This is an optimization exercise on Yosys and OpenROAD, whose aim is small area, a short achievable clock period and few clock cycles per item, not a production implementation. In this exercise RTL edits were held to simulation tests only and were not proved equivalent to the original.

--- run.sh ---
#!/bin/bash
# synth_recipe.tcl (not shown) runs the flow's synth.tcl, then flattens the netlist and writes it again
# the make line also repeats each setting of config.mk as NAME=value (left out here)
make -C /OpenROAD-flow-scripts/flow DESIGN_CONFIG=/design/flow/config.mk WORK_HOME=/design/flow/orfs CLKGATE_MAP_FILE= SYNTH_SCRIPT=/design/flow/synth_recipe.tcl finish
--- config.mk ---
export PLATFORM = sky130hd
export DESIGN_NAME = bf_rescale
export DESIGN_NICKNAME = bf_rescale
export VERILOG_FILES = /design/flow/design.v
export SDC_FILE = /design/flow/constraint.sdc
export NUM_CORES = 4
export LEC_CHECK = 0
export CAP_MARGIN = 20
export CORE_MARGIN = 2
export CORE_UTILIZATION = 40
export PLACE_DENSITY = 0.6
export SLEW_MARGIN = 20
--- constraint.sdc ---
create_clock -name core_clock -period 12.0 [get_ports {clk}]
set_input_delay 2.4000 -clock core_clock [delete_from_list [all_inputs] [get_ports {clk}]]
set_output_delay 2.4000 -clock core_clock [all_outputs]
set_load 0.01 [all_outputs]
--- design.v ---
module bf_rescale (
    input  wire        clk,
    input  wire        rst,
    input  wire        start,
    input  wire [63:0] mask,
    input  wire [1:0]  rs_cap,
    output wire        ready,
    output reg         rd_en,
    output reg  [5:0]  rd_addr,
    input  wire [31:0] rd_data,
    output reg         out_valid,
    output reg  [5:0]  out_idx,
    output reg  [12:0] out_i,
    output reg  [12:0] out_q,
    output reg         done,
    output wire [15:0] s_out,
    output wire [4:0]  exp_out,
    output wire        null_out
);
    localparam [2:0] S_IDLE = 3'd0,
                     S_LOAD = 3'd1,
                     S_PREP = 3'd2,
                     S_DIV  = 3'd3,
                     S_SQRT = 3'd4,
                     S_CAP  = 3'd5,
                     S_OUT  = 3'd6;
    localparam [15:0] S_ONE = 16'd16384;
    reg [2:0]  state;
    reg [63:0] mask_r;
    reg [1:0]  cap_r;
    reg        rd_vld;
    reg [5:0]  rd_idx;
    reg [29:0] s_all;
    reg [29:0] s_rem;
    reg [57:0] dvd;
    reg [30:0] rem;
    reg [57:0] quo;
    reg [5:0]  cnt;
    reg [57:0] sq_op;
    reg [57:0] sq_res;
    reg [57:0] sq_one;
    reg [15:0] s_r;
    reg [4:0]  exp_r;
    reg        null_r;
    assign ready    = (state == S_IDLE);
    assign s_out    = s_r;
    assign exp_out  = exp_r;
    assign null_out = null_r;
    wire signed [11:0] w_i = rd_data[11:0];
    wire signed [11:0] w_q = rd_data[23:12];
    wire signed [23:0] w_i2 = w_i * w_i;
    wire signed [23:0] w_q2 = w_q * w_q;
    wire [23:0] w_pow = {1'b0, w_i2[22:0]} + {1'b0, w_q2[22:0]};
    wire masked_now = mask_r[rd_idx];
    wire signed [16:0] s_signed = {1'b0, s_r};
    wire signed [28:0] p_i = w_i * s_signed;
    wire signed [28:0] p_q = w_q * s_signed;
    wire [31:0] rem_sh  = {rem, dvd[57]};
    wire        div_ge  = (rem_sh >= {2'b00, s_rem});
    wire [31:0] rem_sub = rem_sh - {2'b00, s_rem};
    wire [57:0] sq_try = sq_res + sq_one;
    wire        sq_ge  = (sq_op >= sq_try);
    reg [15:0] cap_val;
    always @(*) begin
        case (cap_r)
            2'd0:    cap_val = 16'd32768;
            2'd1:    cap_val = 16'd23170;
            default: cap_val = 16'd16384;
        endcase
    end
    always @(posedge clk) begin
        if (rst) begin
            state     <= S_IDLE;
            rd_en     <= 1'b0;
            rd_vld    <= 1'b0;
            out_valid <= 1'b0;
            done      <= 1'b0;
        end else begin
            rd_vld    <= rd_en;
            rd_idx    <= rd_addr;
            out_valid <= 1'b0;
            done      <= 1'b0;
            if (rd_en) begin
                rd_addr <= rd_addr + 6'd1;
                if (rd_addr == 6'd63)
                    rd_en <= 1'b0;
            end
            case (state)
                S_IDLE: begin
                    if (start) begin
                        mask_r  <= mask;
                        cap_r   <= rs_cap;
                        s_all   <= 30'd0;
                        s_rem   <= 30'd0;
                        rd_en   <= 1'b1;
                        rd_addr <= 6'd0;
                        state   <= S_LOAD;
                    end
                end
                S_LOAD: begin
                    if (rd_vld) begin
                        s_all <= s_all + {6'd0, w_pow};
                        if (!masked_now)
                            s_rem <= s_rem + {6'd0, w_pow};
                        if (rd_idx == 6'd0)
                            exp_r <= rd_data[28:24];
                        if (rd_idx == 6'd63)
                            state <= S_PREP;
                    end
                end
                S_PREP: begin
                    if (mask_r == 64'd0) begin
                        s_r    <= S_ONE;
                        null_r <= 1'b0;
                        rd_en   <= 1'b1;
                        rd_addr <= 6'd0;
                        state  <= S_OUT;
                    end else if (s_rem == 30'd0) begin
                        s_r    <= 16'd0;
                        null_r <= 1'b1;
                        rd_en   <= 1'b1;
                        rd_addr <= 6'd0;
                        state  <= S_OUT;
                    end else begin
                        null_r <= 1'b0;
                        dvd    <= {s_all, 28'd0};
                        rem    <= 31'd0;
                        quo    <= 58'd0;
                        cnt    <= 6'd0;
                        state  <= S_DIV;
                    end
                end
                S_DIV: begin
                    rem <= div_ge ? rem_sub[30:0] : rem_sh[30:0];
                    quo <= {quo[56:0], div_ge};
                    dvd <= {dvd[56:0], 1'b0};
                    cnt <= cnt + 6'd1;
                    if (cnt == 6'd57) begin
                        cnt    <= 6'd0;
                        sq_op  <= {quo[56:0], div_ge};
                        sq_res <= 58'd0;
                        sq_one <= 58'd1 << 56;
                        state  <= S_SQRT;
                    end
                end
                S_SQRT: begin
                    if (sq_ge) begin
                        sq_op  <= sq_op - sq_try;
                        sq_res <= (sq_res >> 1) + sq_one;
                    end else begin
                        sq_res <= sq_res >> 1;
                    end
                    sq_one <= sq_one >> 2;
                    if (sq_one == 58'd1)
                        state <= S_CAP;
                end
                S_CAP: begin
                    if (sq_res > {42'd0, cap_val})
                        s_r <= cap_val;
                    else
                        s_r <= sq_res[15:0];
                    rd_en   <= 1'b1;
                    rd_addr <= 6'd0;
                    state   <= S_OUT;
                end
                S_OUT: begin
                    if (rd_vld) begin
                        out_valid <= 1'b1;
                        out_idx   <= rd_idx;
                        out_i     <= masked_now ? 13'd0 : p_i[26:14];
                        out_q     <= masked_now ? 13'd0 : p_q[26:14];
                        if (rd_idx == 6'd63) begin
                            done  <= 1'b1;
                            state <= S_IDLE;
                        end
                    end
                end
                default: state <= S_IDLE;
            endcase
        end
    end
endmodule
==> impl_metrics.json <==
{
  "status": "complete, no violations",
  "finalCritPeriodShare_pct": 90.8,
  "routabilityCongestion": 0.865,
  "critPathKind": "in -> reg",
  "cp.arrival_ns": 11.26,
  "coreArea_sq_um": 129000,
  "cp.required_ns": 12.36,
  "placedCellCount": 7314,
  "hold_path.class": "reg -> reg",
  "grt_usage_pct": 20.0,
  "finalHoldViolations": 0,
  "slew_headroom_pct": 25.1,
  "skew_ns": 0.0321,
  "grt_first_pass_wirelength_microns": 213000,
  "worstRegToRegCells": 23,
  "dp_hpwl_microns": 99600,
  "cts_root_buf": "clkbuf_16",
  "die_y_microns": 365,
  "die_area_sq_um": 133000,
  "wl_met1_microns": 59400,
  "maxCapViolCount": 0,
  "synth_edf_count": 461,
  "first_pass_iters": 5,
  "ys_types": 93,
  "num_rows": 132,
  "syn-cell-area_sq_um": 52100,
  "crit_fanout": 17,
  "clock-sinks": 468,
  "ctsHoldBuffers": 0,
  "min_to": "dvd[38]",
  "worst-slew-pin-transition_ns": 1.12,
  "avgSynthCellArea_sq_um": 9.37,
  "design_area_sq_um": 57400,
  "dpl_cell_area_sq_um": 55700,
  "grt.overflow.total": 0,
  "synthArstFlopShare_pct": 0,
  "crit_buf_inv": 7,
  "ctsLongestPathBuffers": 3,
  "drive_gt1_share_pct": 4.28,
  "synth-seq-area-share_pct": 26.9,
  "via_per_inst": 5.31,
  "met3_length_microns": 5830,
  "start_util_pct": 40.3,
  "num_vias": 39400,
  "ant_nets": 0,
  "wl_per_cell_microns": 17.7,
  "fin_util_pct": 44.4,
  "crit_path_max_incr_delay_ns": 0.87,
  "hp-start": "dvd[37]",
  "final_net_count": 6733,
  "clk_latency_ns": 0.67,
  "path_delay_family": "adder cells",
  "regToRegStartpoint": "sq_res[2]",
  "yosysWarnings": 1,
  "drt_iter0_drc": 2499,
  "grt_max_degree": 91,
  "setup_viol": 0,
  "top_layer": "met5",
  "top_level_ports": 165,
  "area_growth_pct": 10.3,
  "port_buffers": 161,
  "instances_no_fill": 7416,
  "drv_slew": 0,
  "reg2reg_to": "sq_op[14]",
  "wl_met2_microns": 62200,
  "cts_tree": "built",
  "grt_pass1_vias": 39800,
  "grt_setup_unrepaired": "no",
  "drc": 0,
  "end_kind": "flop",
  "reg2reg_slack_ns": 4.77,
  "yosys_most_used_dff": "edfxtp_1",
  "hold_depth": 2,
  "ys_ff_latch": 468,
  "syn-instance-count": 5556,
  "fp.dieW_microns": 365,
  "postCtsSetupBuffers": 0,
  "totalWireLength_microns": 131000,
  "ctsResizeCount": 0,
  "fmax_mhz": 91.7,
  "cts_buffers": 55,
  "path_clk_slew_ns": 0.06,
  "start_kind": "input port",
  "fin_setup_tns_ns": 0,
  "antenna_found_initial": 5,
  "holdWs_ns": 0.508,
  "finalCriticalPeriod_ns": 10.90,
  "fill_cells": 12600,
  "crit_path_top_delay_cell": "clkdlybuf4s50_1",
  "syn_nets": 6660,
  "htree_levels": 2
}
## metal layers
layer | up-vias | track usage (%)
met2 | 816 | 33.6
met1 | 19500 | 27.2
li1 | 18900 | -
met5 | - | 0
met3 | 171 | 2.16
met4 | 8 | 5.67
## how the worst max path moves through the flow
stage / startpoint / end / slack, ns / cells past startpoint
floorplan: rst / cnt[0] / 0.23 / 2
global placement: rd_data[12] / s_rem[29] / 0.36 / 33
detailed placement: rd_data[12] / s_rem[27] / 0.34 / 33
CTS: rd_data[12] / s_rem[27] / 1.01 / 33
global route: rd_data[12] / s_rem[27] / 0.36 / 33
finish: rd_data[12] / s_rem[27] / 1.10 / 33
## synth_stat cells, drive strengths merged (20+ instances only)
cell	count	share of area (%)
nand3	80	0.77
buf	26	0.27
and2	242	2.9
xor2	117	2.0
edfxtp	461	27
ha	483	12
a21o	89	1.3
clkbuf	198	1.4
a31oi	69	0.83
nand2b	57	0.68
a211oi	61	0.89
nand4	56	0.71
fa	520	20
nor3	89	0.86
or3	41	0.49
inv	785	5.7
nor2b	47	0.56
o21bai	45	0.65
and3	67	0.81
xnor2	167	2.8
nor4	58	0.71
nand2	689	5.0
nor2	328	2.4
o21a	37	0.53
o21ai	217	2.1
a21oi	263	2.5
o31ai	20	0.30
## flip-flops by register name, summed over array words and instances, names as in the netlist, 2 cells and up
signal and count:
cap_r 2, cnt 6, dvd 30, exp_r 5
mask_r 64, out_i 13, out_idx 6, out_q 13
quo 57, rd_addr 6, rd_idx 6, rem 31
s_all 30, s_r 16, s_rem 30, sq_one 29
sq_op 58, sq_res 58, state 3
## logic make-up after synthesis
| family | count (synthesis) | synth area share (%) |
|---|---|---|
| adder cells (fa/ha/maj) | 1003 | 31.6 |
| buffers and inverters | 1009 | 7.35 |
| multiplexers | 31 | 1.06 |
| AND/OR/NAND/NOR | 1819 | 16.8 |
| flip-flops | 468 | 26.9 |
| XOR/XNOR | 284 | 4.78 |
| AO/OA/AOI/OAI | 942 | 11.6 |
## worst min-delay path, cell delays in order, from the launching register on
cell and delay [ns]:
edfxtp_1 0.32, nand2_1 0.04, nand2_1 0.04
## cell usage in the layout, fill, tap and decap left out, drive strengths merged, types with 45 or more instances in the layout
| cell | netlist | routed |
|---|---|---|
| xnor2 | 167 | 167 |
| nand3 | 80 | 80 |
| nor2 | 328 | 328 |
| nor2b | 47 | 47 |
| edfxtp | 461 | 461 |
| clkdlybuf4s50 | 0 | 161 |
| and3 | 67 | 67 |
| inv | 785 | 786 |
| o21ai | 217 | 217 |
| a21o | 89 | 89 |
| and2 | 242 | 242 |
| clkbuf | 198 | 69 |
| buf | 26 | 79 |
| nor3 | 89 | 89 |
| nand2b | 57 | 57 |
| xor2 | 117 | 117 |
| nor4 | 58 | 58 |
| a211oi | 61 | 61 |
| nand2 | 689 | 689 |
| o21bai | 45 | 45 |
| a21oi | 263 | 263 |
| fa | 520 | 520 |
| nand4 | 56 | 56 |
| a31oi | 69 | 69 |
| ha | 483 | 483 |
## final cells by class
cell class	count	area, sq um	area share, %
Multi-Input combinational cell	4079	34300	59.8
Sequential cell	468	14000	24.3
Inverter	785	2950	5.13
Timing Repair Buffer	240	2220	3.87
Tap cell	1742	2180	3.79
Clock buffer	69	1430	2.49
Clock inverter	32	339	0.590
Antenna cell	1	2.50	0.00436
## per-stage QoR
stage	worst slack, ns
finish	1.10
detailed placement	0.335
floorplan	0.226
global route	0.364
global placement	0.358
CTS	1.01
Testbench counts, summed over its fixed seeds: cycles 81,136, items 384.

-- separate check: timing with driven ports --
How much do the figures lean on ideal ports? The routed layout below was timed once more, with nothing changed but the port constraints.
Step 1: set_driving_cell puts a clkbuf_16 on clk and a buf_2 on each other input, an assumption about the parent block.
Step 2, shift: input delay + t, output delay - t, t = (earliest + latest rising clock arrival at the registers) / 2. This alone moves slack from input paths to output paths.
a / b / c = ideal ports / drivers / drivers and shift; a / b = the first two.
shift t [ns]: 0.729
setup slack, ns: 1.099 / 1.135 / 0.406
worst register clock-pin slew, ns: 0.07 / 0.07
After both steps setup and hold are still met in this run. The setup slack of this run moves by +0.036 ns with the drivers and by -0.693 ns with both steps.
